Context: an optimization exercise on an open-source flow, tuned for small area and a short achievable clock period. The choices shown serve that exercise and are no tape-out recipe.
No run shown here included a check of the RTL's function; only the layout flow was run.
Power figures rest on the tool's default switching activity, not on a simulated workload.

<file path="design/flow/run.sh">
#!/bin/bash
# synth_recipe.tcl (not shown) runs the flow's synth.tcl, then flattens the netlist and writes it again
# the make line also repeats each setting of config.mk as NAME=value (left out here)
make -C /OpenROAD-flow-scripts/flow DESIGN_CONFIG=/design/flow/config.mk WORK_HOME=/design/flow/orfs CLKGATE_MAP_FILE= SYNTH_SCRIPT=/design/flow/synth_recipe.tcl finish
</file>
<file path="design/flow/config.mk">
export PLATFORM = sky130hd
export DESIGN_NAME = capu
export DESIGN_NICKNAME = capu
export VERILOG_FILES = /design/flow/design.v
export SDC_FILE = /design/flow/constraint.sdc
export NUM_CORES = 4
export LEC_CHECK = 0
export ABC_AREA = 1
export CAP_MARGIN = 30
export CORE_MARGIN = 2
export CORE_UTILIZATION = 40
export SLEW_MARGIN = 30
</file>
<file path="design/flow/constraint.sdc">
create_clock -name core_clock -period 18.0 [get_ports {clk}]
set_input_delay 3.6000 -clock core_clock [delete_from_list [all_inputs] [get_ports {clk}]]
set_output_delay 3.6000 -clock core_clock [all_outputs]
set_load 0.01 [all_outputs]
</file>
<file path="design/flow/design.v">
module capu (
    input  wire        clk,
    input  wire [31:0] cur,           
    input  wire [31:0] w1,            
    input  wire [31:0] disp,          
    input  wire [1:0]  size,          
    output wire [33:0] base,          
    output wire [33:0] top,
    output wire [33:0] rep_lo,
    output wire [33:0] rep_hi,
    output wire [33:0] addr,          
    output wire        in_bounds,     
    output wire        rep_ok,        
    input  wire [32:0] b0,            
    input  wire [32:0] t0,
    output wire [4:0]  enc_e,
    output wire [9:0]  enc_b,
    output wire [9:0]  enc_t,
    output wire [32:0] enc_base,
    output wire [32:0] enc_top
);
    integer i;
    wire [4:0] e      = w1[31:27];
    wire       sealed = w1[6];
    wire [9:0] bm     = sealed ? {w1[26:20], 3'b000} : w1[26:17];
    wire [9:0] tm     = sealed ? {w1[19:13], 3'b000} : w1[16:7];
    wire       is22   = (e == 5'd22);
    reg [31:0] lm;                        
    always @(*)
        for (i = 0; i < 32; i = i + 1)
            lm[i] = (i < e + 10);
    wire [31:0] bmg = {22'd0, bm} << e;
    wire [31:0] tmg = {22'd0, tm} << e;
    wire kb  = ~is22 & ((cur & lm) < bmg);
    wire tlt = (tm < bm);
    wire ktp = is22 ? (tm == 10'd0) : (tlt & ~kb);    
    wire ktn = ~is22 & ~tlt & kb;                     
    wire [33:0] a;                        
    capu_add #(34) u_a (.x({2'b00, cur}), .y({{2{disp[31]}}, disp}), .ci(1'b0), .s(a));
    reg [31:0] p_r, tmg_r;
    reg [4:0]  e_r;
    reg        kb_r, ktp_r, ktn_r;
    reg [33:0] a_r;
    reg [1:0]  sz_r;
    always @(posedge clk) begin
        p_r   <= (cur & ~lm) | bmg;       
        tmg_r <= tmg;
        e_r   <= e;
        kb_r  <= kb;
        ktp_r <= ktp;
        ktn_r <= ktn;
        a_r   <= a;
        sz_r  <= size;
    end
    reg [31:0] lm_r;
    always @(*)
        for (i = 0; i < 32; i = i + 1)
            lm_r[i] = (i < e_r + 10);
    wire is22_r = (e_r == 5'd22);
    wire [31:0] hu = p_r | lm_r;          
    wire [31:0] hv = p_r & ~lm_r;         
    wire [31:0] pa, po;                   
    capu_pfx #(32) u_pa (.g({31'd0, hu[0]}), .p(hu), .o(pa));
    capu_pfx #(32) u_po (.g(hv), .p({32{1'b1}}), .o(po));
    wire [31:0] pl    = p_r & lm_r;       
    wire [33:0] p_0   = {2'b00, p_r};
    wire [33:0] p_inc = {1'b0, pa[31], (hu ^ {pa[30:0], 1'b1}) & ~lm_r | pl};
    wire [33:0] p_dec = {~po[31], ~po[31], (hv ^ ~{po[30:0], 1'b0}) & ~lm_r | pl};
    wire [33:0] b_v  = kb_r ? p_dec : p_0;
    wire [33:0] t_hi = ktp_r ? p_inc : ktn_r ? p_dec : p_0;
    wire [33:0] t_v  = (t_hi & ~{2'b00, lm_r}) | {2'b00, tmg_r};
    wire [33:0] rh_v = kb_r ? p_0 : p_inc;
    wire [2:0]  sm1 = (3'd1 << sz_r) - 3'd1;
    wire [34:0] a3  = {a_r[33], a_r} + {32'd0, sm1};
    wire ge_b = $signed(a_r) >= $signed(b_v);
    wire lt_t = $signed(a3) < $signed({t_v[33], t_v});
    wire lt_r = $signed(a_r) < $signed(rh_v);
    wire lt_4 = a_r[33] | ~a_r[32];       
    assign base      = b_v;
    assign rep_lo    = is22_r ? 34'd0 : b_v;
    assign top       = t_v;
    assign rep_hi    = rh_v[32] ? 34'h1_0000_0000 : rh_v;
    assign addr      = a_r;
    assign in_bounds = ge_b & lt_t;
    assign rep_ok    = (is22_r ? ~a_r[33] : ge_b) & lt_r & lt_4;
    wire [32:0] l;
    capu_add #(33) u_l (.x(t0), .y(~b0), .ci(1'b1), .s(l));
    wire [32:0] bw = l ^ t0 ^ b0;         
    wire [32:0] tor;                      
    capu_pfx #(33) u_st (.g(t0), .p({33{1'b1}}), .o(tor));
    wire [32:0] st = {tor[31:0], 1'b0};   
    reg  [32:0] lr;
    wire [32:0] lorr;
    always @(*)
        for (i = 0; i < 33; i = i + 1)
            lr[i] = l[32 - i];
    capu_pfx #(33) u_lo (.g(lr), .p({33{1'b1}}), .o(lorr));
    reg  [33:0] lor;                      
    always @(*) begin
        lor[33] = 1'b0;
        for (i = 0; i < 33; i = i + 1)
            lor[i] = lorr[32 - i];
    end
    reg [4:0] xe;
    reg [8:0] w;
    reg       nf;
    always @(*) begin
        xe = 5'd0;
        for (i = 9; i <= 30; i = i + 1) begin
            w  = l[i-1 -: 9];             
            nf = (&w[8:6] & (|w[5:0] | bw[i-9] | st[i-9])) |
                 (&w[8:7] & ~w[6] & &w[5:0] & bw[i-9] & st[i-9]);
            xe = xe | ({5{l[i] & ~lor[i+1]}} & (nf ? i - 8 : i - 9));
        end
        xe = xe | ({5{lor[31]}} & 5'd22);
    end
    reg [32:0] b0_r, tm1_r;
    reg [4:0]  xe_r;
    always @(posedge clk) begin
        b0_r  <= b0;
        tm1_r <= t0 ^ ~st;                
        xe_r  <= xe;
    end
    reg [32:0] em;                        
    always @(*)
        for (i = 0; i < 33; i = i + 1)
            em[i] = (i < xe_r);
    wire [32:0] ty = tm1_r | em;
    wire [32:0] ta;                       
    capu_pfx #(33) u_ta (.g({32'd0, ty[0]}), .p(ty), .o(ta));
    wire [9:0] wb, wt;
    capu_win u_wb (.x(b0_r), .e(xe_r), .y(wb));
    capu_win u_wt (.x(tm1_r), .e(xe_r), .y(wt));
    assign enc_e    = xe_r;
    assign enc_base = b0_r & ~em;
    assign enc_top  = ty ^ {ta[31:0], 1'b1};
    assign enc_b    = wb;
    assign enc_t    = wt + 10'd1;
endmodule
module capu_pfx #(parameter N = 32) (
    input  wire [N-1:0] g,
    input  wire [N-1:0] p,
    output wire [N-1:0] o
);
    localparam LG = $clog2(N);
    wire [N-1:0] gg [0:2*LG];
    wire [N-1:0] pp [0:2*LG];
    assign gg[0] = g;
    assign pp[0] = p;
    genvar l, i;
    generate
        for (l = 0; l < LG; l = l + 1) begin : up
            for (i = 0; i < N; i = i + 1) begin : b
                if ((i % (2 << l)) == (2 << l) - 1) begin : n
                    assign gg[l+1][i] = gg[l][i] | (pp[l][i] & gg[l][i-(1<<l)]);
                    assign pp[l+1][i] = pp[l][i] & pp[l][i-(1<<l)];
                end else begin : c
                    assign gg[l+1][i] = gg[l][i];
                    assign pp[l+1][i] = pp[l][i];
                end
            end
        end
        for (l = LG - 2; l >= 0; l = l - 1) begin : dn
            for (i = 0; i < N; i = i + 1) begin : b
                if ((i % (2 << l)) == (1 << l) - 1 && i >= (2 << l)) begin : n
                    assign gg[2*LG-1-l][i] = gg[2*LG-2-l][i] | (pp[2*LG-2-l][i] & gg[2*LG-2-l][i-(1<<l)]);
                    assign pp[2*LG-1-l][i] = pp[2*LG-2-l][i] & pp[2*LG-2-l][i-(1<<l)];
                end else begin : c
                    assign gg[2*LG-1-l][i] = gg[2*LG-2-l][i];
                    assign pp[2*LG-1-l][i] = pp[2*LG-2-l][i];
                end
            end
        end
    endgenerate
    assign o = gg[2*LG-1];
endmodule
module capu_add #(parameter N = 32) (
    input  wire [N-1:0] x,
    input  wire [N-1:0] y,
    input  wire         ci,
    output wire [N-1:0] s
);
    wire [N-1:0] p = x ^ y;
    wire [N-1:0] g = x & y;
    wire [N-1:0] c;
    capu_pfx #(N) u (.g({g[N-1:1], g[0] | (p[0] & ci)}), .p(p), .o(c));
    assign s = p ^ {c[N-2:0], ci};
endmodule
module capu_win (
    input  wire [32:0] x,
    input  wire [4:0]  e,
    output wire [9:0]  y
);
    wire [24:0] s16 = e[4] ? {8'd0, x[32:16]} : x[24:0];
    wire [16:0] s8  = e[3] ? s16[24:8] : s16[16:0];
    wire [12:0] s4  = e[2] ? s8[16:4]  : s8[12:0];
    wire [10:0] s2  = e[1] ? s4[12:2]  : s4[10:0];
    assign y = e[0] ? s2[10:1] : s2[9:0];
endmodule
</file>
==> results of run 1 <==
-- power by group through the flow --
stage                     combinational, mW  sequential (mW)  clock [mW]
after floorplan                       0.813            0.489           0
after global placement                 1.41            0.510           0
after detailed placement               1.41            0.511           0
after CTS                              1.42            0.501       0.412
after global routing                   1.58            0.507       0.426
final                                  1.43            0.503       0.408
-- synthesized netlist by cell type, drive strengths merged (14+ instances only) --
cell and count:
nor2 368, xnor2 25, xor2 127, ha 275
inv 661, dfxtp 179, a21oi 158, nand3 112
o21ai 291, a221oi 14, clkbuf 63, nor3 57
o22ai 22, nor4 19, nand2 855, nand4 68
fa 33, o221ai 25, or2 23, buf 29
-- flip-flops by register name, summed over array words and instances (netlist names) --
| signal | cells |
|---|---|
| a_r | 34 |
| b0_r | 33 |
| tm1_r | 33 |
| p_r | 32 |
| tmg_r | 32 |
| e_r | 5 |
| xe_r | 5 |
| sz_r | 2 |
| kb_r | 1 |
| ktn_r | 1 |
| ktp_r | 1 |
-- layout by cell type, fill, tap and decap left out, types with 5 or more instances in the layout --
cell	count
xnor2_1	25
nand3_1	109
a211oi_1	12
buf_4	17
a31oi_1	12
nor2_2	9
o21ai_2	5
o21ai_0	282
inv_2	19
o41ai_1	5
nor3_1	52
mux2i_1	13
o21a_1	12
nand2_2	8
a31o_2	8
a21boi_0	10
o31ai_1	9
o22ai_1	22
nor3b_1	9
nor2_1	354
nand4_1	68
fa_1	33
a21oi_1	156
o2111ai_1	8
nand2_1	846
o211ai_1	12
clkbuf_16	17
dfxtp_1	179
clkdlybuf4s50_1	420
o21bai_1	5
inv_1	642
a22oi_1	5
o221ai_1	25
a221oi_1	14
clkinv_1	9
or2_2	23
nor4_1	19
xor2_1	126
ha_1	275
nand3b_1	7
-- final cells by class --
| class | count | area (µm²) | area share |
|---|---|---|---|
| Antenna cell | 2 | 5.00 | 0.000181 |
| Clock buffer | 17 | 425 | 0.0154 |
| Clock inverter | 15 | 193 | 0.00698 |
| Inverter | 670 | 2510 | 0.0911 |
| Multi-Input combinational cell | 2618 | 15600 | 0.567 |
| Sequential cell | 179 | 3580 | 0.130 |
| Tap cell | 704 | 881 | 0.0319 |
| Timing Repair Buffer | 438 | 4350 | 0.158 |
-- worst max path at each step --
| stage | start | to | slack [ns] | depth (start not counted) |
|---|---|---|---|---|
| global placement | e_r[1]$_DFF_P_ | in_bounds | 7.46 | 38 |
| CTS | e_r[1]$_DFF_P_ | in_bounds | 6.85 | 38 |
| detailed placement | e_r[1]$_DFF_P_ | in_bounds | 7.42 | 38 |
| finish | e_r[1]$_DFF_P_ | in_bounds | 6.81 | 38 |
| floorplan | e_r[1]$_DFF_P_ | in_bounds | 9.63 | 37 |
| global route | e_r[1]$_DFF_P_ | in_bounds | 6.37 | 38 |
-- routing by layer --
metal | share of wire | track usage | vias to the layer above
li1 | - | - | 12200
met1 | 0.42 | 0.394 | 11100
met2 | 0.47 | 0.528 | 913
met3 | 0.067 | 0.0493 | 162
met4 | 0.037 | 0.118 | 14
met5 | 0.00084 | 0 | -
-- metrics by stage --
stage	setup slack (ns)	power (mW)	hold slack, ns	utilization
3_3_place_gp	7.46	1.92	4.05	0.491
4_1_cts	6.85	2.33	3.51	0.502
5_1_grt	6.37	2.51	3.51	0.503
2_1_floorplan	9.63	1.30	3.63	-
3_5_place_dp	7.42	1.92	4.05	0.491
6_report	6.81	2.34	3.53	0.503
-- cell families after synthesis --
| group | Yosys count | share of synthesized area |
|---|---|---|
| flops | 179 | 0.162 |
| simple gates | 1523 | 0.290 |
| compound gates | 621 | 0.164 |
| xor+xnor | 152 | 0.0610 |
| buf+inv | 762 | 0.132 |
| other cells | 1 | 0.000169 |
| mux | 13 | 0.00588 |
| fa+ha+maj | 308 | 0.185 |
==> qor.yml, run 1 <==
global_routing:
  grt_max_degree: 43
  antenna_found_initial: 9
  grt_pass1_vias: 22700
  grt-ovfl-total: 0
  grt_pass1_wl_um: 134000
  grt_use_total: 0.311
sta:
  setup_violations: 0
  period_share: 0.621
  relSlewSlack: 0.343
  hold_violations: 0
  worst_pin_slew_ns: 0.972
  fmax_ghz: 0.0894
  min_period_ns: 11.19
  rsz0062_at_grt: "false"
  slew_violations: 0
  setup_tns_ns: 0
pwr:
  power_density_mw_per_mm2: 84.7
  intPower_mw: 1.23
  sequentialPowerShare: 0.215
  p_clk_frac: 0.175
  p_sw_mw: 1.10
  pwr-share-comb: 0.610
  p_leak_nw: 13.7
  p_sw_frac: 0.473
  ir_drop_uv: 70.8
hold_path:
  hold_class: "input port to flop"
  hold_path_startpoint: "size[0]"
  min_path_cells: 1
  min_to: "sz_r[0]$_DFF_P_"
clocking:
  cts_root_buf: "clkbuf_16"
  cts_tree: "built"
  cts_hold_buf: 0
  cts.sinks: 179
  cts_buffers: 17
  cts.repair.resized: 0
  htreeDepth: 4
  clk_path_buf_depth: 2
  path_clk_slew_ns: 0.08
  postCtsSetupRepairBufs: 0
worst_setup_path:
  cp.arrival_ns: 7.59
  crit_top_cell: "nor2_1"
  cp.buffers_inverters: 7
  cp_slowest_stage_delay_ns: 0.83
  slowest_stage: "nor4b_1"
  critPathCaptureType: "output port"
  crit_family: "simple AND/OR/NAND/NOR gates"
  crit_fanout: 7
  required_ns: 14.40
  start_kind: "flop"
  path_class: "flop to output port"
route:
  drtPass1Iterations: 6
  drt-initial-drc-count: 2133
  vias_per_cell: 5.27
  ant_nets: 0
  vias: 24500
  wire_per_inst_um: 19.5
  drc: 0
  finalWirelength_um: 90600
yosys:
  ys_seq_elements: 179
  ys_warn_count: 4
  avgSynthCellArea_um2: 6.22
  yosysUniqueCellTypes: 65
  yosys-top-cells-area: "dfxtp_1, ha_1, nand2_1"
  yosys.area.top_type: "dfxtp_1"
  synth_top_area_share: 0.162
  synth-edff-count: 0
  async_flop_share: 0
  syn_area_mm2: 0.0221
  syn_nets: 4032
  ys_seq_area_frac: 0.162
  synth_ff_type: "dfxtp_1"
  netlist_instances: 3559
placed_design:
  numPlacedInstances: 4608
  hpwl_um: 77200
  place_area_mm2: 0.0270
  port-buffer-count: 420
  gp_congestion: 0.985
floorplanning:
  rows: 86
  die_w_um: 239
  pin_count: 428
  core-area_mm2: 0.0549
  start_util: 0.403
  die_y_um: 239
  die_area_mm2: 0.0572
run:
  maxCapViolCount: 0
final_layout:
  fin_cells: 4643
  final_nets: 4397
  fillCellCount: 5821
  design_area_mm2: 0.0276
  layout-drive-gt1-share: 0.0361
  area.growth.synth_to_final_pct: 24.6
outcome:
  status: "finished clean"
==> run 2, diff against run 1 <==
--- a/design/flow/design.v
+++ b/design/flow/design.v
@@ -64,10 +64,12 @@
     capu_pfx #(32) u_po (.g(hv), .p({32{1'b1}}), .o(po));
-    wire [31:0] pl    = p_r & lm_r;       
-    wire [33:0] p_0   = {2'b00, p_r};
-    wire [33:0] p_inc = {1'b0, pa[31], (hu ^ {pa[30:0], 1'b1}) & ~lm_r | pl};
-    wire [33:0] p_dec = {~po[31], ~po[31], (hv ^ ~{po[30:0], 1'b0}) & ~lm_r | pl};
-    wire [33:0] b_v  = kb_r ? p_dec : p_0;
-    wire [33:0] t_hi = ktp_r ? p_inc : ktn_r ? p_dec : p_0;
-    wire [33:0] t_v  = (t_hi & ~{2'b00, lm_r}) | {2'b00, tmg_r};
-    wire [33:0] rh_v = kb_r ? p_0 : p_inc;
+    wire [32:0] ci  = {pa, 1'b1} & ~{1'b0, lm_r};
+    wire [32:0] bi  = ~{po, 1'b0} & ~{1'b0, lm_r};
+    wire [32:0] pp  = {1'b0, p_r};
+    wire [32:0] b33 = pp ^ ({33{kb_r}} & bi);
+    wire [32:0] r33 = pp ^ ({33{~kb_r}} & ci);
+    wire [32:0] t33 = ((pp & ~{1'b0, lm_r}) ^ (({33{ktp_r}} & ci) | ({33{ktn_r}} & bi))) |
+                      {1'b0, tmg_r};
+    wire [33:0] b_v  = {b33[32], b33};
+    wire [33:0] t_v  = {ktn_r & bi[32], t33};
+    wire [33:0] rh_v = {1'b0, r33};
     wire [2:0]  sm1 = (3'd1 << sz_r) - 3'd1;
==> design/flow/flow/run.sh (new file) <==
#!/bin/bash
# Standard layout, with the setup repair aiming for 9 ns of slack.
set -euo pipefail
bash standard.sh SETUP_SLACK_MARGIN=9 finish > layout.log 2>&1
==> design/flow/standard.sh (new file) <==
#!/bin/bash
# synth_recipe.tcl (not shown) runs the flow's synth.tcl, then flattens the netlist and writes it again
# the make line also repeats each setting of config.mk as NAME=value (left out here)
make -C /OpenROAD-flow-scripts/flow DESIGN_CONFIG=/design/flow/config.mk WORK_HOME=/design/flow/orfs CLKGATE_MAP_FILE= SYNTH_SCRIPT=/design/flow/synth_recipe.tcl "${@:-finish}"
removed: design/flow/run.sh
==> run 2 against run 1 <==
  * Setup slack improved by 2.3 ns
  * Clock-buffer cell count increased by 4
  * Maximum frequency increased by 27%
  * Critical path type unchanged
  * Largest cell class unchanged
==> qor.yml, run 2 <==
yosys:
  netlist_instances: 3423
  syn_area_mm2: 0.0217
  synth_ff_type: "dfxtp_1"
  yosys-top-cells-area: "dfxtp_1, ha_1, nand2_1"
  yosysMostFrequentCell: "nand2_1"
  yosysUniqueCellTypes: 72
  ys_seq_elements: 179
  netlist_top_cells_count: "nand2_1, inv_1, nor2_1"
  yosys.area.top_type: "dfxtp_1"
  synth_top_area_share: 0.165
  ys_seq_area_frac: 0.165
  ys_warn_count: 4
  async_flop_share: 0
  syn_nets: 3862
  avgSynthCellArea_um2: 6.34
  synth-edff-count: 0
worst_setup_path:
  slowest_stage: "nor4_4"
  crit_fanout: 8
  cp_slowest_stage_delay_ns: 0.40
  critPathCaptureType: "output port"
  start_kind: "flop"
  required_ns: 14.40
  crit_top_cell: "nor2_4"
  cp.arrival_ns: 5.24
  cp.buffers_inverters: 3
  crit_family: "simple AND/OR/NAND/NOR gates"
  path_class: "flop to output port"
clocking:
  cts_buffers: 17
  clk_path_buf_depth: 2
  cts.sinks: 179
  path_clk_slew_ns: 0.07
  cts_tree: "built"
  cts_hold_buf: 0
  cts_root_buf: "clkbuf_16"
  htreeDepth: 4
global_routing:
  grt-ovfl-total: 0
  grt_pass1_vias: 22900
  grt_use_total: 0.315
  grt_pass1_wl_um: 135000
  grt_max_degree: 38
  antenna_found_initial: 5
route:
  vias_per_cell: 5.27
  wl_met2_um: 42700
  vias: 24000
  drtPass1Iterations: 7
  wl_met1_um: 38100
  drt-initial-drc-count: 1760
  ant_nets: 0
  wl_met3_um: 5280
  wire_per_inst_um: 19.6
  drc: 0
  finalWirelength_um: 89700
  top_layer_used: "met5"
final_layout:
  area.growth.synth_to_final_pct: 29.0
  final_cell_mix: "nand2_1, inv_1, clkdlybuf4s50_1"
  fillCellCount: 5550
  largest_registers: "a_r (34), b0_r (33), tm1_r (33)"
  final_nets: 4294
  final_common_cell: "nand2_1"
  layout-drive-gt1-share: 0.0804
  largest_reg_flops: 34
  regMostFlops: "a_r"
sta:
  fmax_ghz: 0.113
  hold_ws_ns: 3.49
  worst_pin_slew_ns: 0.930
  relSlewSlack: 0.375
  rsz0062_at_grt: "true"
  slew_violations: 0
  hold_violations: 0
  setup_tns_ns: 0
  period_share: 0.491
  setup_violations: 0
  min_period_ns: 8.84
hold_path:
  min_to: "e_r[0]$_DFF_P_"
  hold_path_startpoint: "w1[27]"
  min_path_cells: 1
  hold_class: "input port to flop"
placed_design:
  gp_congestion: 0.948
  port-buffer-count: 420
  hpwl_um: 75200
floorplanning:
  pin_count: 428
  core-area_mm2: 0.0537
  rows: 85
  die_area_mm2: 0.0561
  die_y_um: 237
  die_w_um: 237
  start_util: 0.404
pwr:
  ir_drop_uv: 67.8
  finalPower_mw: 2.13
  p_leak_nw: 13.6
  power_density_mw_per_mm2: 76.1
run:
  maxCapViolCount: 0
outcome:
  status: "finished clean"
run 2: changes by cell type in the layout (fill, tap and decap cells not counted), sizes merged, moves of 15 or more:
| cell | change |
|---|---|
| nand2 | -136 |
| o221ai | -15 |
| ha | -34 |
| nand3 | +73 |
| nor2 | +97 |
| nor3 | +24 |
| inv | -96 |
| o21ai | -79 |
| nand4 | +15 |
| a21oi | -25 |
| buf | +60 |
run 2: where the power goes:
part | internal [mW] | leakage, nW | switching [mW] | total (mW)
clock | 0.184 | 0.268 | 0.188 | 0.372
combinational | 0.514 | 11.8 | 0.738 | 1.25
sequential | 0.438 | 1.50 | 0.0696 | 0.507
run 2: how the worst max path moves through the flow:
stage,start,endpoint,slack (ns),cells past startpoint
after detailed placement,e_r[1]$_DFF_P_,rep_ok,8.17,26
after global routing,sz_r[1]$_DFF_P_,in_bounds,8.97,32
after CTS,e_r[2]$_DFF_P_,in_bounds,9.00,29
final,e_r[1]$_DFF_P_,rep_ok,9.16,25
after floorplan,e_r[1]$_DFF_P_,in_bounds,10.36,29
after global placement,e_r[1]$_DFF_P_,rep_ok,8.16,26
run 2: cell families (layout without fill, tap and decap cells):
group,count (synthesis),after routing,share of synthesized area
buffers and inverters,659,1102,0.117
and+or+nand+nor,1616,1617,0.335
other,1,2,0.000173
muxes,15,15,0.00692
xor gates and xnor gates,174,174,0.0702
DFF,179,179,0.165
AOI/OAI and AO/OA,505,505,0.137
adders and majority gates,274,274,0.169
run 2: area by class of cell:
cell class / count / area, µm² / share of cell area
Clock buffer: 21 / 460 / 0.0164
Multi-Input combinational cell: 2586 / 16100 / 0.573
Clock inverter: 10 / 76.3 / 0.00273
Inverter: 575 / 2160 / 0.0773
Tap cell: 696 / 871 / 0.0311
Sequential cell: 179 / 3590 / 0.128
Timing Repair Buffer: 496 / 4780 / 0.171
Antenna cell: 1 / 2.50 / 0.0000894
run 2: routing by layer:
layer | GRT usage | vias up
met5 | 0 | -
met4 | 0.128 | 4
met3 | 0.0409 | 148
met2 | 0.541 | 841
met1 | 0.398 | 11000
li1 | - | 12000
run 2: timing repair:
item | in CTS | in global routing
cloned | 0 | 1
setup endpoints to repair | 2 | 5
hold endpoints to repair | 0 | 0
gates resized for setup | 67 | 46
pin swaps | 22 | 31
buffers inserted | 44 | 17
run 2: through the flow:
stage	worst slack [ns]	cell area, µm²	cells	utilization
6_report	9.16	28000	4564	0.521
5_1_grt	8.97	28000	4564	0.521
3_5_place_dp	8.17	26500	4470	0.494
2_1_floorplan	10.36	21700	3423	-
3_3_place_gp	8.16	26500	4470	0.494
4_1_cts	9.00	27700	4545	0.516
==> run 3, diff against run 2 <==
==> design/flow/run.sh (new file) <==
#!/bin/bash
# synth_recipe.tcl (not shown) runs the flow's synth.tcl, then flattens the netlist and writes it again
# the make line also repeats each setting of config.mk as NAME=value (left out here)
make -C /OpenROAD-flow-scripts/flow DESIGN_CONFIG=/design/flow/config.mk WORK_HOME=/design/flow/orfs CLKGATE_MAP_FILE= SYNTH_SCRIPT=/design/flow/synth_recipe.tcl finish
removed: design/flow/flow/run.sh
removed: design/flow/standard.sh
==> run 3 against run 2 <==
  * Synthesized cell count unchanged
  * Hold slack better by 0.0088 ns
  * Sequential share of layout area grew 0.41 points
  * Clock-buffer cell count unchanged
  * Die area unchanged
  * Clock power about the same
  * Sequential power hardly changed
  * Setup slack got worse by 1.5 ns
  * Routed wire length decreased by 1.4%
  * Maximum frequency decreased by 14%
  * Critical path type unchanged
  * Highest routed layer unchanged
==> qor.yml, run 3 <==
clocking:
  cts_tree: "built"
  cts_hold_buf: 0
  clk_path_buf_depth: 2
  postCtsSetupRepairBufs: 0
  cts_root_buf: "clkbuf_16"
  path_clk_slew_ns: 0.07
  cts.sinks: 179
  htreeDepth: 4
  cts_buffers: 17
  cts.repair.resized: 0
yosys:
  yosys.area_share.simple: 0.335
  synthMuxAreaShare: 0.00692
  avgSynthCellArea_um2: 6.34
  ys_seq_area_frac: 0.165
  ys_seq_elements: 179
  netlist_top_cells_count: "nand2_1, inv_1, nor2_1"
  synth_ff_type: "dfxtp_1"
  syn_nets: 3862
  synth_top_area_share: 0.165
  synth_xor_area_frac: 0.0702
  syn_area_mm2: 0.0217
  synthAdderAreaFrac: 0.169
  synth-edff-count: 0
  ys_warn_count: 4
  yosysUniqueCellTypes: 72
  synth_compound_area_frac: 0.137
  synth_top_family_by_area: "simple AND/OR/NAND/NOR gates"
  async_flop_share: 0
  netlist_instances: 3423
  yosys.area.top_type: "dfxtp_1"
  yosysMostFrequentCell: "nand2_1"
  yosys-top-cells-area: "dfxtp_1, ha_1, nand2_1"
worst_setup_path:
  required_ns: 14.40
  crit_top_cell: "nand2_1"
  cp_slowest_stage_delay_ns: 0.61
  path_class: "flop to output port"
  cp.arrival_ns: 6.71
  start_kind: "flop"
  crit_fanout: 12
  slowest_stage: "nor3_1"
  cp.buffers_inverters: 2
  critPathCaptureType: "output port"
  crit_family: "simple AND/OR/NAND/NOR gates"
sta:
  rsz0062_at_grt: "false"
  hold_violations: 0
  min_period_ns: 10.31
  fmax_ghz: 0.0970
  setup_violations: 0
  period_share: 0.573
  slew_violations: 0
  worst_pin_slew_ns: 0.909
  relSlewSlack: 0.389
  fin_ws_ns: 7.69
  setup_tns_ns: 0
pwr:
  pwr-share-comb: 0.579
  p_sw_uw: 966
  p_leak_nw: 13.2
  intPower_mw: 1.11
  p_clk_frac: 0.179
  ir_drop_uv: 67.5
  finalPower_mw: 2.08
  power_density_mw_per_mm2: 76.9
  sequentialPowerShare: 0.243
  p_sw_frac: 0.464
global_routing:
  grt_util_met1: 0.396
  grt_pass1_vias: 22500
  grt_max_degree: 38
  antenna_found_initial: 5
  use_met3: 0.0406
  grt_busiest_layer: "met2"
  grt-ovfl-total: 0
  grt_use_total: 0.312
  met2_usage: 0.533
  grt_pass1_wl_um: 133000
final_layout:
  largest_registers: "a_r (34), b0_r (33), tm1_r (33)"
  final_nets: 4232
  final_common_cell: "nand2_1"
  design_area_mm2: 0.0271
  area.growth.synth_to_final_pct: 24.6
  layout-drive-gt1-share: 0.0460
  regMostFlops: "a_r"
  multi_input_area_mm2: 0.0156
  final_util: 0.504
  fillCellCount: 5613
  final_cell_mix: "nand2_1, inv_1, nor2_1"
  largest_reg_flops: 34
  register_area_mm2: 0.00358
route:
  drt-initial-drc-count: 1622
  vias: 23800
  ant_nets: 0
  drc: 0
  finalWirelength_um: 88400
  drtPass1Iterations: 6
  wire_per_inst_um: 19.6
  vias_per_cell: 5.28
floorplanning:
  die_y_um: 237
  start_util: 0.404
  rows: 85
  die_w_um: 237
  core-area_mm2: 0.0537
  die_area_mm2: 0.0561
  pin_count: 428
placed_design:
  hpwl_um: 75200
  place_area_mm2: 0.0265
  pre_cts_slack_ns: 8.17
  port-buffer-count: 420
  gp_congestion: 0.948
hold_path:
  hold_class: "input port to flop"
run:
  maxCapViolCount: 0
outcome:
  status: "finished clean"
## run 3: cell count changes in the layout (fill, tap and decap cells not counted), sizes merged
cell,delta
nand2,-1
clkdlybuf4s15,-1
buf,-62
inv,+1
clkinvlp,-1
clkdlybuf4s50,+2
## run 3: layout make-up
cell class | instances | area share
clock inverters | 10 | 0.00282
well taps | 696 | 0.0322
clock buffers | 21 | 0.0170
repair buffers | 435 | 0.159
multi-input cells | 2585 | 0.576
inverters | 575 | 0.0799
diodes | 1 | 0.0000925
flip-flops and latches | 179 | 0.132
## run 3: power groups by stage
stage	Clock, mW	Sequential (mW)	Combinational (mW)
6_report	0.372	0.505	1.20
5_1_grt	0.388	0.509	1.33
4_1_cts	0.376	0.503	1.20
3_5_place_dp	0	0.513	1.20
3_3_place_gp	0	0.513	1.19
2_1_floorplan	0	0.491	0.694
## run 3: per-stage QoR
stage / hold slack [ns] / instances
6_report: 3.50 / 4502
5_1_grt: 3.51 / 4502
4_1_cts: 3.54 / 4501
3_5_place_dp: 4.07 / 4470
3_3_place_gp: 4.06 / 4470
2_1_floorplan: 3.63 / 3423
## run 3: kinds of logic (layout without fill, tap and decap cells)
kind of cell             count (synthesis)  count (layout)
XOR/XNOR                               174             174
buffers and inverters                  659            1041
AND/OR/NAND/NOR                       1616            1616
multiplexers                            15              15
flip-flops                             179             179
AO/OA/AOI/OAI                          505             505
other                                    1               2
adder cells (fa/ha/maj)                274             274
## run 3: layer usage
metal	part of all wire	routed length, µm
met5	0.00026	23
met4	0.037	3240
met3	0.061	5360
met2	0.48	42100
met1	0.43	37700
## run 3: path summary, 6_finish.rpt
kind,depth (start not counted),startpoint,slack [ns],to
worst min-delay path,1,w1[27],3.50,e_r[0]$_DFF_P_
worst max-delay path,26,e_r[1]$_DFF_P_,7.69,rep_ok
==> run 4, diff against run 3 <==
==> design/flow/flow/run.sh (new file) <==
#!/bin/bash
# Standard layout, with the setup repair aiming for 11 ns of slack.
set -euo pipefail
bash standard.sh SETUP_SLACK_MARGIN=11 finish > layout.log 2>&1
==> design/flow/standard.sh (new file) <==
#!/bin/bash
# synth_recipe.tcl (not shown) runs the flow's synth.tcl, then flattens the netlist and writes it again
# the make line also repeats each setting of config.mk as NAME=value (left out here)
make -C /OpenROAD-flow-scripts/flow DESIGN_CONFIG=/design/flow/config.mk WORK_HOME=/design/flow/orfs CLKGATE_MAP_FILE= SYNTH_SCRIPT=/design/flow/synth_recipe.tcl "${@:-finish}"
removed: design/flow/run.sh
==> run 4 against run 3 <==
  * Die area stayed put
  * Largest power group unchanged
  * Sequential power is 2% higher
  * Total power is 16% higher
  * Final area is 21% higher
  * Cell count is 7.0% higher
  * Routed wire length is 10% higher
  * Clock-buffer cell count is 3 lower
  * Still clean
  * Non-clock buffer count is 308 higher
  * Setup slack better by 1.7 ns
==> qor.yml, run 4 <==
yosys:
  ys_seq_area_frac: 0.165
  yosys-top-cells-area: "dfxtp_1, ha_1, nand2_1"
  yosys.area.top_type: "dfxtp_1"
  synth-edff-count: 0
  synth_xor_area_frac: 0.0702
  yosysMostFrequentCell: "nand2_1"
  syn_nets: 3862
  ys_warn_count: 4
  synthMuxAreaShare: 0.00692
  synth_top_family_by_area: "simple AND/OR/NAND/NOR gates"
  netlist_instances: 3423
  synth_ff_type: "dfxtp_1"
  yosysUniqueCellTypes: 72
  async_flop_share: 0
  synth_compound_area_frac: 0.137
  yosys.area_share.simple: 0.335
  synth_top_area_share: 0.165
  avgSynthCellArea_um2: 6.34
  ys_seq_elements: 179
  syn_area_mm2: 0.0217
  netlist_top_cells_count: "nand2_1, inv_1, nor2_1"
  synthAdderAreaFrac: 0.169
sta:
  period_share: 0.479
  min_period_ns: 8.62
  slew_violations: 0
  hold_violations: 0
  relSlewSlack: 0.353
  setup_tns_ns: 0
  rsz0062_at_grt: "true"
  setup_violations: 0
  fmax_ghz: 0.116
  worst_pin_slew_ns: 0.970
final_layout:
  fillCellCount: 4976
  area.growth.synth_to_final_pct: 50.7
  final_nets: 4545
  largest_reg_flops: 34
  regMostFlops: "a_r"
  final_common_cell: "nand2_1"
  largest_registers: "a_r (34), b0_r (33), tm1_r (33)"
  layout-drive-gt1-share: 0.276
  final_cell_mix: "nand2_1, inv_1, nor2_1"
floorplanning:
  die_y_um: 237
  pin_count: 428
  core-area_mm2: 0.0537
  die_area_mm2: 0.0561
  die_w_um: 237
  rows: 85
  start_util: 0.404
placed_design:
  hpwl_um: 74100
  gp_congestion: 0.964
  port-buffer-count: 420
clocking:
  path_clk_slew_ns: 0.07
  cts_buffers: 17
  cts.sinks: 179
  cts_hold_buf: 0
  htreeDepth: 4
  cts_root_buf: "clkbuf_16"
  clk_path_buf_depth: 2
  cts_tree: "built"
global_routing:
  grt_use_total: 0.326
  antenna_found_initial: 2
  grt_pass1_vias: 23800
  grt-ovfl-total: 0
  grt_max_degree: 38
  grt_pass1_wl_um: 140000
route:
  finalWirelength_um: 97700
  drt-initial-drc-count: 1996
  wl_met2_um: 47100
  wl_met1_um: 38900
  wire_per_inst_um: 20.3
  wl_met3_um: 6800
  top_layer_used: "met5"
  ant_nets: 0
  vias: 26100
  drtPass1Iterations: 8
  drc: 0
  vias_per_cell: 5.41
worst_setup_path:
  required_ns: 14.40
  crit_top_cell: "inv_2"
  critPathCaptureType: "output port"
  crit_fanout: 5
  cp.arrival_ns: 5.02
  start_kind: "flop"
  path_class: "flop to output port"
  cp_slowest_stage_delay_ns: 0.39
  slowest_stage: "o21ai_2"
outcome:
  status: "finished clean"
pwr:
  p_leak_nw: 15.9
  finalPower_mw: 2.41
  power_density_mw_per_mm2: 73.5
  ir_drop_uv: 56.9
hold_path:
  hold_class: "input port to flop"
run:
  maxCapViolCount: 0
run 4: worst paths after layout:
path / from / end / slack, ns / cells past startpoint
max: e_r[1]$_DFF_P_ / in_bounds / 9.38 / 28
min: b0[3] / b0_r[3]$_DFF_P_ / 3.27 / 1
run 4: what timing repair did:
action | CTS | global route
endpoints found under the setup margin | 187 | 176
resized for setup | 901 | 584
gates cloned | 10 | 0
pin swaps | 143 | 188
buffers inserted | 201 | 103
run 4: power breakdown:
part	total (mW)	internal (mW)	switching, mW	leakage (nW)
clock network	0.410	0.212	0.198	0.291
registers	0.515	0.438	0.0777	1.50
logic	1.48	0.622	0.860	14.1
total	2.41	1.27	1.14	15.9
run 4: kinds of logic after synthesis:
kind of cell / after synthesis
muxes: 15
other: 1
and+or+nand+nor: 1616
adders and majority gates: 274
DFF: 179
buffers and inverters: 659
xor gates and xnor gates: 174
AOI/OAI and AO/OA: 505
run 4: worst max-delay path, delay by kind of cell (launching register included):
kind | cells | cell delay, ns
AOI/OAI and AO/OA | 2 | 0.57
adders and majority gates | 2 | 0.45
buffers and inverters | 8 | 0.86
DFF | 1 | 0.36
and+or+nand+nor | 16 | 2.25
run 4: routing by layer:
metal	up-vias	global-route usage
met5	-	0
met4	2	0.136
met3	270	0.0415
met2	1177	0.569
met1	12100	0.405
li1	12500	-
run 4: cell type report:
class / instances / area (µm²) / area share
multi-input cells: 2585 / 18500 / 0.567
repair buffers: 743 / 6730 / 0.206
flip-flops and latches: 179 / 3620 / 0.111
inverters: 575 / 2260 / 0.0692
well taps: 696 / 871 / 0.0266
clock buffers: 18 / 439 / 0.0134
clock inverters: 14 / 166 / 0.00509
repair inverters: 5 / 82.6 / 0.00252
diodes: 2 / 5.00 / 0.000153
run 4: stage by stage:
stage	instances	hold WS, ns	area (µm²)	utilization	setup WS, ns
floorplan	3423	3.63	21800	-	10.53
global placement	4469	4.08	26600	0.496	8.65
detailed placement	4469	4.08	26600	0.496	8.61
CTS	4712	3.39	30500	0.567	9.18
global route	4816	3.28	32700	0.609	9.19
finish	4817	3.27	32700	0.609	9.38

[afterwards: timing with drivers on the ports]
The results above use ideal ports. As a check the final layouts listed here were re-extracted and re-timed, cells and wires unchanged.
Step 1 assumes that a clkbuf_16 drives the clock port and a buf_2 every other input.
Step 2 also shifts input and output timing later by t, the mid clock arrival at the registers, as if the neighbouring blocks saw the same clock.
Slacks: ideal / step 1 / step 2; pairs: ideal / step 1.
| run | shift t [ns] | setup slack, ns | hold WS [ns] | clock arrival spread, ns | worst register clock-pin slew, ns |
|---|---|---|---|---|---|
| run 1 | 0.557 | 6.815 / 6.760 / 7.317 | 3.528 / 3.509 / 4.066 | 0.018 / 0.018 | 0.08 / 0.08 |
| run 2 | 0.546 | 9.164 / 9.109 / 9.466 | 3.487 / 3.453 / 4.000 | 0.014 / 0.013 | 0.08 / 0.08 |
| run 3 | 0.546 | 7.688 / 7.633 / 8.179 | 3.495 / 3.462 / 4.009 | 0.015 / 0.015 | 0.08 / 0.08 |
| run 4 | 0.550 | 9.376 / 9.319 / 9.869 | 3.269 / 3.240 / 3.789 | 0.017 / 0.017 | 0.08 / 0.08 |
After both steps every run listed still meets setup and hold.
